From an optimization exercise on the open Yosys and OpenROAD flow, aimed at small area, a short achievable clock period and few clock cycles per item; shortcuts taken in it are not production practice.
RTL that was checked went through simulation tests only; none was proved equivalent to the original.
Power figures rest on the tool's default switching activity, not on a simulated workload.

Setup of lagoon:
// walk_corr
module walk_corr (
    input  wire         clk,
    input  wire         rst,
    input  wire         in_valid,
    output wire         in_ready,
    input  wire [23:0]  in_t_lo,
    input  wire [23:0]  in_t_l,
    input  wire [15:0]  in_tot_lo,
    input  wire [1:0]   in_level,
    input  wire [9:0]   in_thr_lo,
    input  wire [9:0]   in_thr_mid,
    input  wire [9:0]   in_thr_hi,
    input  wire         in_has_fall,
    input  wire         in_fall_en,
    input  wire         in_walk_en,
    input  wire [511:0] lut,
    output reg          out_valid,
    output reg  [23:0]  out_t_c,
    output reg          out_nowalk
);
clock: 13.0 ns
lec_check: 0
abc_clock_period_in_ps: 4000
cap_margin: 20
core_margin: 2
core_utilization: 40
setup_slack_margin: 5
slew_margin: 20
standard.sh (not shown) runs the stock make flow with config.mk's settings and CLKGATE_MAP_FILE= SYNTH_SCRIPT=/design/flow/synth_recipe.tcl, a recipe that flattens the netlist after the stock synthesis.
==> flow/flow/run.sh <==
#!/bin/bash
# The standard layout, with the smallest buffer (buf_1) on every input and
# output port instead of the one buffer_ports picks by default.
set -euo pipefail
export BUFFER_PORTS_ARGS="-buffer_cell sky130_fd_sc_hd__buf_1"
bash standard.sh > standard_flow.log 2>&1
Edits applied to the flow inputs when going from lagoon to raven:
- changing ABC_CLOCK_PERIOD_IN_PS from 4000 to 2000
[summary]
There was hardly any difference in clock transition at the registers of the reported paths between raven and lagoon. Going from lagoon to raven, average detailed-routed wire length per instance stayed essentially flat; final design area excluding fillers stayed essentially flat. Number of non-filler instances in the completed layout came out exactly the same in lagoon and raven. Between lagoon and raven, the difference in synthesized instance count is negligible. From lagoon to raven, sequential cell count did not move at all. As far as clock tree buffer count of the final layout goes, raven and lagoon are indistinguishable; the numbers are identical. On net total in the final layout, lagoon and raven are neck and neck. Comparing lagoon against raven, there is no change at all in worst hold slack across all endpoints. [compare] base=lagoon new=raven: clock sink total ~0 delta, global-route wire length before repair ~0 delta.
No run of this note included a check of the RTL's function; only the layout flow was run.

---

## run 1
Another version of the RTL of walk_corr (not shown whole).
For scale: ~590 flip-flops, about 640 I/O pins, roughly 0.032 mm2 of cells after synthesis.
clock: 13.0 ns
lec_check: 0
cap_margin: 20
core_margin: 2
core_utilization: 40
cts_cluster_diameter: 100
cts_cluster_size: 16
setup_slack_margin: 5
slew_margin: 20
==> flow/flow/run.sh <==
#!/bin/bash
# The standard layout, with the smallest buffer (buf_1) on every input and
# output port instead of the one buffer_ports picks by default, and timing
# repair aiming at a tighter setup slack margin.
set -euo pipefail
export BUFFER_PORTS_ARGS="-buffer_cell sky130_fd_sc_hd__buf_1"
bash standard.sh SETUP_SLACK_MARGIN=8.0 finish > standard_flow.log 2>&1
Run 1 reached the final stage; the timing, design-rule and antenna checks on its layout passed.
Testbench counts of run 1, summed over its fixed seeds: cycles 12,072, pulses 12,000.
For run 2, these inputs were changed with respect to run 1:
- clearing CTS_CLUSTER_SIZE, which used to be 16
- clearing CTS_CLUSTER_DIAMETER, which used to be 100
### Flow results
There was hardly any difference in cell total after placement between run 1 and run 2. In run 2, the final period demand of the worst path came out 12 ps below the value in run 1. Per the comparison of run 2 with run 1, growth of design area from synthesis to finish now sits higher, violation count after the first detailed-routing iteration lower, depth of the worst hold-timing path stayed essentially flat, worst setup slack rose by 12 ps, design area rose 2.0%. Against run 1, run 2 reports a number of diodes added for antenna fixing that is higher. Run 2 has initial antenna violation count above what run 1 had.
Edits applied to the flow inputs when going from run 2 to run 3:
- setting CTS_BUF_LIST to sky130_fd_sc_hd__clkbuf_4 sky130_fd_sc_hd__clkbuf_8 for the first time
==> comparison <==
Run 3 supports a lower top clock frequency than run 2.
Run 3 vs. run 2: remaining max-slew budget at the tightest pin went down 4.2 points; number of clock buffers inserted by TritonCTS shows an increase of 36; worst setup slack -46 ps.
Comparing sequential share of layout area for run 2 and run 3, the smaller number came from run 3.
Run 3 against run 2: final worst-path cycle share now larger; XOR/XNOR share of the synthesized area comparable; count of clock-buffer cells in the layout now larger.
Relative to run 2, run 3 degrades final critical delay including setup and external delays.
The origin of the worst setup path comes out in_tot_lo[10] in one run and in_tot_lo[8] in the other, namely in run 3 and run 2 respectively.
--- input diff run 3..run 4 ---
- setting CTS_CLUSTER_SIZE to 20 for the first time
- setting CTS_CLUSTER_DIAMETER to 100 for the first time
- removing CTS_BUF_LIST (formerly sky130_fd_sc_hd__clkbuf_4 sky130_fd_sc_hd__clkbuf_8)
==> comparison <==
Comparing run 3 and run 4, the lower part of the total power dissipated in sequential elements was measured on run 3. Run 4 vs. run 3: net switching power decreased 2.9%; total power consumption of the routed design moved down; power density normalized to cell area now smaller. Of run 3 and run 4, run 4 shows the higher initial antenna violation count, with run 3 below it. Any difference in non-clock buffer count between run 3 and run 4 is small enough to ignore. Going from run 3 to run 4, the layout overhead on the synthesized area was found to have gone down by 3.6 points. Run 4 vs run 3 — total number of H-tree levels dropped 1. Against run 3, final cell area excluding filler cells in run 4 fell by a few percent.

-- re-timing with driven ports --
Ports are ideal in the flow. The routed layouts listed here were re-timed in OpenROAD.
Step 1 (the two cells are an assumption about what drives the block):
set clk [get_ports {clk}]
set_driving_cell -lib_cell sky130_fd_sc_hd__clkbuf_16 $clk
set_driving_cell -lib_cell sky130_fd_sc_hd__buf_2 [delete_from_list [all_inputs] $clk]
Step 2 times the ports against the registers' clock, not the clock port: input delays grow and output delays shrink by t, the midpoint of the rising clock arrivals with the driver on.
a / b / c = ideal ports / drivers / drivers and shift; a / b = the first two.
run | t (ns) | setup WS [ns] | latest minus earliest clock arrival (ns)
lagoon | 0.518 | 5.005 / 5.005 / 4.710 | 0.016 / 0.017
raven | 0.518 | 5.005 / 5.005 / 4.710 | 0.016 / 0.017
run 1 | 0.651 | 8.011 / 8.042 / 7.400 | 0.027 / 0.027
run 2 | 0.682 | 8.023 / 8.032 / 7.350 | 0.029 / 0.029
run 3 | 0.744 | 7.978 / 8.007 / 7.262 | 0.061 / 0.061
run 4 | 0.634 | 8.002 / 8.024 / 7.400 | 0.038 / 0.038
After both steps every run listed still meets setup and hold. For run 3, which loses most, drivers alone change the setup slack by +0.029 ns; drivers and shift together by -0.716 ns.
